Background: an optimization exercise with open tools, aiming at small area, a short achievable clock period and few clock cycles per item. Do not read the settings as production practice. The RTL was checked by simulation tests, not by an equivalence proof against the original design.

## job 7989
==> flow/design.v (excerpt) <==
module kw_unwrap (
    input  wire         clk,
    input  wire         rst,
    input  wire         req_valid,
    output wire         req_ready,
    input  wire         req_kek,
    input  wire         req_long,
    input  wire [319:0] req_data,
    output wire         resp_valid,
    input  wire         resp_ready,
    output wire [255:0] resp_key,
    output wire         resp_ok
);
    localparam [63:0] IV = 64'hA6A6_A6A6_A6A6_A6A6;
    localparam [1:0] G_RUN   = 2'd0,
                     G_KEXP  = 2'd1,
                     G_KDONE = 2'd2;
    reg  [1:0]   gst;
    reg  [4:0]   u;          
    reg          kph;        
    reg  [5:0]   kidx;       
    reg          k_rot;      
    reg          k_id;       
    reg  [7:0]   k_rcon;     
    reg  [255:0] kwin;       
    reg  [255:0] klast;      
    reg  [127:0] rk0s;       
    reg  [71:0]  ks;         
    reg          sel1;       
    reg  [1:0]   sel3;       
    reg  [127:0] sa1;        
    reg  [191:0] sb1;        
    reg  [127:0] sa2;        
    reg  [191:0] sb2;        
    reg          v_q, kek_q, long_q;
    reg          rdy;        
    reg  [63:0]  x1 [0:3];
    reg  [63:0]  x2 [0:3];
    reg  [63:0]  x3 [0:3];
    reg  [63:0]  x4 [0:3];
    reg  [4:0]   tc [0:3];   
    reg  [2:0]   tag [0:3];  
    reg          lng  [0:3];
    reg          run  [0:3];   
    reg          park [0:3];   
    reg          okc  [0:3];
    reg  [2:0]   next_in;    
    reg  [2:0]   next_out;   
    reg  [127:0] sbuf0, sbuf1;
    reg  [2:0]   stag0, stag1;
    reg          sok0, sok1;
    reg          sv0, sv1;
    reg  [255:0] out_key;
    reg          out_ok, out_pend, out_valid;
    reg          out_free;   
    wire [127:0] rk14 = klast[127:0];
    wire         grun = (gst == G_RUN);
    wire         kfwd = (gst == G_KEXP);
    function [7:0] rcon_of(input [2:0] i);
        case (i)
            3'd1:    rcon_of = 8'h01;
            3'd2:    rcon_of = 8'h02;
            3'd3:    rcon_of = 8'h04;
            3'd4:    rcon_of = 8'h08;
            3'd5:    rcon_of = 8'h10;
            3'd6:    rcon_of = 8'h20;
            3'd7:    rcon_of = 8'h40;
  ...
Settings: LEC_CHECK=0, CAP_MARGIN=40, CELL_PAD_IN_SITES_DETAIL_PLACEMENT=0, CELL_PAD_IN_SITES_GLOBAL_PLACEMENT=1, CORE_MARGIN=2, CORE_UTILIZATION=36, CTS_CLUSTER_DIAMETER=80, CTS_CLUSTER_SIZE=22, PLACE_DENSITY=0.56, SLEW_MARGIN=40, SYNTH_HIERARCHICAL=1; clock period 12.0 ns.
standard.sh (not shown) runs the stock make flow with config.mk's settings and CLKGATE_MAP_FILE= SYNTH_SCRIPT=/design/flow/synth_recipe.tcl, a recipe that flattens the netlist after the stock synthesis.
==> flow/flow/run.sh <==
#!/bin/bash
set -euo pipefail
MARGIN=${MARGIN:-7.8}
bash standard.sh SETUP_SLACK_MARGIN=$MARGIN "BUFFER_PORTS_ARGS=-buffer_cell sky130_fd_sc_hd__buf_2" finish > make_finish.log 2>&1
Testbench counts of job 7989, summed over its fixed seeds: cycles 34,862, items 256.
diff inputs: job 7989 => job 5790
# job 7989
export LEC_CHECK = 0
export CAP_MARGIN = 40
export CELL_PAD_IN_SITES_DETAIL_PLACEMENT = 0
export CELL_PAD_IN_SITES_GLOBAL_PLACEMENT = 1
export CORE_MARGIN = 2
export CORE_UTILIZATION = 36
export CTS_CLUSTER_DIAMETER = 80
export CTS_CLUSTER_SIZE = 22
export PLACE_DENSITY = 0.56
export SLEW_MARGIN = 40
export SYNTH_HIERARCHICAL = 1
create_clock -name core_clock -period 12.0 [get_ports {clk}]
# job 5790
export LEC_CHECK = 0
export CAP_MARGIN = 40
export CELL_PAD_IN_SITES_DETAIL_PLACEMENT = 1
export CELL_PAD_IN_SITES_GLOBAL_PLACEMENT = 2
export CORE_MARGIN = 2
export CORE_UTILIZATION = 42
export CTS_CLUSTER_DIAMETER = 80
export CTS_CLUSTER_SIZE = 22
export PLACE_DENSITY = 0.62
export SLEW_MARGIN = 40
export SYNTH_HIERARCHICAL = 1
create_clock -name core_clock -period 12.0 [get_ports {clk}]
### Flow results
- Compared with job 7989, job 5790 shows a met1 layer wirelength in the final routing that is 1.1% lower.
- In the reports for job 7989 and job 5790, the larger number of global-route vias before repair belongs to job 5790.
- In the tables for job 7989 and job 5790, via count reads higher with job 5790.
- Job 5790 against job 7989: clock-pin slew on the worst setup and hold paths level, worst hold slack decreased 0.012 ns.
Modified inputs, job 3416 compared to job 5790
# job 5790
export LEC_CHECK = 0
export CAP_MARGIN = 40
export CELL_PAD_IN_SITES_DETAIL_PLACEMENT = 1
export CELL_PAD_IN_SITES_GLOBAL_PLACEMENT = 2
export CORE_MARGIN = 2
export CORE_UTILIZATION = 42
export CTS_CLUSTER_DIAMETER = 80
export CTS_CLUSTER_SIZE = 22
export PLACE_DENSITY = 0.62
export SLEW_MARGIN = 40
export SYNTH_HIERARCHICAL = 1
create_clock -name core_clock -period 12.0 [get_ports {clk}]
# job 3416
export LEC_CHECK = 0
export CAP_MARGIN = 40
export CELL_PAD_IN_SITES_DETAIL_PLACEMENT = 1
export CELL_PAD_IN_SITES_GLOBAL_PLACEMENT = 2
export CORE_MARGIN = 2
export CORE_UTILIZATION = 36
export CTS_CLUSTER_DIAMETER = 80
export CTS_CLUSTER_SIZE = 22
export PLACE_DENSITY = 0.56
export SLEW_MARGIN = 40
export SYNTH_HIERARCHICAL = 1
create_clock -name core_clock -period 12.0 [get_ports {clk}]
==> flow/flow/run.sh <==
#!/bin/bash
set -euo pipefail
MARGIN=${MARGIN:-7.9}
bash standard.sh SETUP_SLACK_MARGIN=$MARGIN "BUFFER_PORTS_ARGS=-buffer_cell sky130_fd_sc_hd__buf_2" finish > make_finish.log 2>&1
Notes after the runs:
- Job 3416 reached the final stage; the timing, DRC and antenna checks on its layout passed.
- Compared with job 5790, job 3416 instantiates a larger number of standard cells.
- Job 3416 does better than job 5790 on worst path setup slack after routing.
- The more densely filled core belongs to job 5790, not job 3416.
- The total length of routed wires reported for job 3416 is greater than that of job 5790 by 7.0%.

-- port drivers added, routing unchanged --
How much do the figures lean on ideal ports? The routed layouts below were timed once more, with nothing changed but the port constraints. Step 1, drivers: a clkbuf_16 drives clk and a buf_2 each remaining input, both assumed. Step 2 adds t to the input delays and takes it off the output delays; t is the mean of the earliest and latest rising clock arrival at the registers after step 1. Input paths then give back, and output paths get back, about the clock's delay inside the block. Slacks: no drivers / after step 1 / after step 2; pairs: no drivers / after step 1.
run | shift t [ns] | setup WS [ns] | hold slack, ns
job 7989 | 1.067 | 7.783 / 7.663 / 7.019 | 0.317 / 0.317 / 0.317
job 5790 | 1.097 | 7.657 / 7.657 / 6.985 | 0.305 / 0.305 / 0.305
job 3416 | 1.091 | 7.716 / 7.716 / 6.948 | 0.317 / 0.317 / 0.317
After both steps every run listed still meets setup and hold. For job 3416, which loses most, drivers alone change the setup slack by 0.000 ns; drivers and shift together by -0.768 ns.
